From an optimization exercise on the open Yosys and OpenROAD flow, aimed at small area, a short achievable clock period and few clock cycles per item; shortcuts taken in it are not production practice. The RTL was checked by simulation tests, not by an equivalence proof against the original design.

Design aes_enc, start of the top module:
module aes_enc (
    input  wire         clk,
    input  wire         rst,         
    input  wire         start,       
    input  wire [1:0]   key_len,     
    input  wire [255:0] key,         
    input  wire [127:0] din,         
    output wire         ready,       
    output reg          done,        
    output wire [127:0] dout
);
Settings: LEC_CHECK=0, CAP_MARGIN=20, CORE_MARGIN=2, CORE_UTILIZATION=40, PLACE_DENSITY=0.6, SLEW_MARGIN=20, SYNTH_HIERARCHICAL=1; clock period 15.0 ns.
standard.sh (not shown) runs the stock make flow with config.mk's settings and CLKGATE_MAP_FILE= SYNTH_SCRIPT=/design/flow/synth_recipe.tcl, a recipe that flattens the netlist after the stock synthesis.
==> flow/flow/run.sh <==
#!/bin/bash
# Layout flow: the standard flow (standard.sh, unchanged synthesis), with
# plain buf_1 cells as the port buffers instead of the flow's default choice,
# a clock tree of clkbuf_16 cells without dummy loads, and timing repair asked
# for a setup margin (the SDC is unchanged).
set -euo pipefail
bash standard.sh "BUFFER_PORTS_ARGS=-buffer_cell sky130_fd_sc_hd__buf_1" "SETUP_SLACK_MARGIN=10.5" \
  "CTS_ARGS=-sink_clustering_enable -repair_clock_nets -dont_use_dummy_load -buf_list sky130_fd_sc_hd__clkbuf_16" \
  finish > make_finish.log 2>&1
Testbench counts at the start, summed over its fixed seeds: cycles 28,456, blocks 2,400.
==> next run, changes <==
- CORE_UTILIZATION: 40 -> 52
Wire length decreases by a little under a tenth.
Area after synthesis does not change.
Die area decreases by about a fifth.
Sequential share of layout area increases by 0.34 points.
Design area drops slightly.
Synthesized cell count is unchanged.


Another version of the RTL of aes_enc (not shown whole).
For scale: about 6,600 cells after synthesis, ~520 I/O pins.
Settings: LEC_CHECK=0, CAP_MARGIN=20, CORE_MARGIN=2, CORE_UTILIZATION=45, PLACE_DENSITY=0.6, SLEW_MARGIN=20, SYNTH_HIERARCHICAL=1; clock period 15.0 ns.
==> flow/flow/run.sh <==
#!/bin/bash
# Layout flow: the standard flow (standard.sh, unchanged synthesis), with
# plain buf_1 cells as the port buffers instead of the flow's default choice,
# a clock tree of clkbuf_8 cells without dummy loads, and timing repair asked
# for a setup margin (the SDC is unchanged).
set -euo pipefail
bash standard.sh "BUFFER_PORTS_ARGS=-buffer_cell sky130_fd_sc_hd__buf_1" "SETUP_SLACK_MARGIN=10.8" \
  "CTS_ARGS=-sink_clustering_enable -repair_clock_nets -dont_use_dummy_load -buf_list sky130_fd_sc_hd__clkbuf_8" \
  finish > make_finish.log 2>&1
The baseline went through all stages and came out clean.
Testbench counts at the start, summed over its fixed seeds: cycles 28,456, blocks 2,400.
Edit:
--- a/flow/flow/run.sh
+++ b/flow/flow/run.sh
@@ -6,3 +6,3 @@
 set -euo pipefail
-bash standard.sh "BUFFER_PORTS_ARGS=-buffer_cell sky130_fd_sc_hd__buf_1" "SETUP_SLACK_MARGIN=10.8" \
+bash standard.sh "BUFFER_PORTS_ARGS=-buffer_cell sky130_fd_sc_hd__buf_1" "SETUP_SLACK_MARGIN=10.5" \
   "CTS_ARGS=-sink_clustering_enable -repair_clock_nets -dont_use_dummy_load -buf_list sky130_fd_sc_hd__clkbuf_8" \
What happened: Worst setup slack degrades by 0.0031 ns. Global-route usage barely changes. Clock-buffer cell count does not change. Sequential share of layout area climbs by 1.4 points. Via count falls by 0.81%. Register-to-register slack gets worse by 0.24 ns. Clock skew is lower by 0.0045 ns. Non-clock buffer count falls by 67.


== run a ==
Starting RTL as in the previous note.
Settings: LEC_CHECK=0, CAP_MARGIN=20, CORE_MARGIN=2, CORE_UTILIZATION=45, PLACE_DENSITY=0.6, SLEW_MARGIN=20, SYNTH_HIERARCHICAL=1; clock period 15.0 ns.
==> flow/flow/run.sh <==
#!/bin/bash
# Layout flow: the standard flow (standard.sh, unchanged synthesis), with
# plain buf_1 cells as the port buffers instead of the flow's default choice,
# and timing repair asked for a setup margin (the SDC is unchanged).
set -euo pipefail
bash standard.sh "BUFFER_PORTS_ARGS=-buffer_cell sky130_fd_sc_hd__buf_1" "SETUP_SLACK_MARGIN=10.5" \
  finish > make_finish.log 2>&1
Testbench counts of run a, summed over its fixed seeds: cycles 28,456, blocks 2,400.
Modified inputs, run b compared to run a
==> flow/flow/run.sh <==
#!/bin/bash
# Layout flow: the standard flow (standard.sh, unchanged synthesis), with
# plain buf_1 cells as the port buffers instead of the flow's default choice,
# a clock tree of clkbuf_8 cells without dummy loads, and timing repair asked
# for a setup margin (the SDC is unchanged).
set -euo pipefail
bash standard.sh "BUFFER_PORTS_ARGS=-buffer_cell sky130_fd_sc_hd__buf_1" "SETUP_SLACK_MARGIN=10.2" \
  "CTS_ARGS=-sink_clustering_enable -repair_clock_nets -dont_use_dummy_load -buf_list sky130_fd_sc_hd__clkbuf_8" \
  finish > make_finish.log 2>&1
==> notes.md <==
- Run b and run a ended up with nearly the same detailed-route DRC error count.
- Worst-case clock skew (lower): run a
- In the metrics for run b and run a, the one carrying the lower via count of the first global-routing pass is run a.
- Comparing run a against run b, there is no change at all in horizontal die dimension.

[port drivers added, routing unchanged]
The flow's constraints put no driver on any port. The routed layouts listed below were extracted and timed again, unchanged, in two steps. Step 1 (the two cells are an assumption about what drives the block):
set clk [get_ports {clk}]
set_driving_cell -lib_cell sky130_fd_sc_hd__clkbuf_16 $clk
set_driving_cell -lib_cell sky130_fd_sc_hd__buf_2 [delete_from_list [all_inputs] $clk]
Step 2 also shifts input and output timing later by t, the mid clock arrival at the registers, as if the neighbouring blocks saw the same clock. a / b / c = ideal / step 1 / step 2; a / b = the first two.
| run | t (ns) | setup slack, ns | pins driven straight from the clock port |
|---|---|---|---|
| the first run of note 1 | 0.800 | 10.685 / 10.605 / 10.263 | 1 |
| the second run of note 1 | 0.748 | 10.678 / 10.604 / 10.212 | 1 |
| the first run of note 2 | 0.931 | 10.567 / 10.482 / 10.195 | 1 |
| the second run of note 2 | 0.928 | 10.564 / 10.478 / 10.186 | 1 |
| run a | 0.819 | 10.616 / 10.536 / 10.186 | 1 |
| run b | 0.931 | 10.278 / 10.194 / 10.172 | 1 |
After both steps every run listed still meets setup and hold. For the second run of note 1, which loses most, drivers alone change the setup slack by -0.074 ns; drivers and shift together by -0.466 ns.
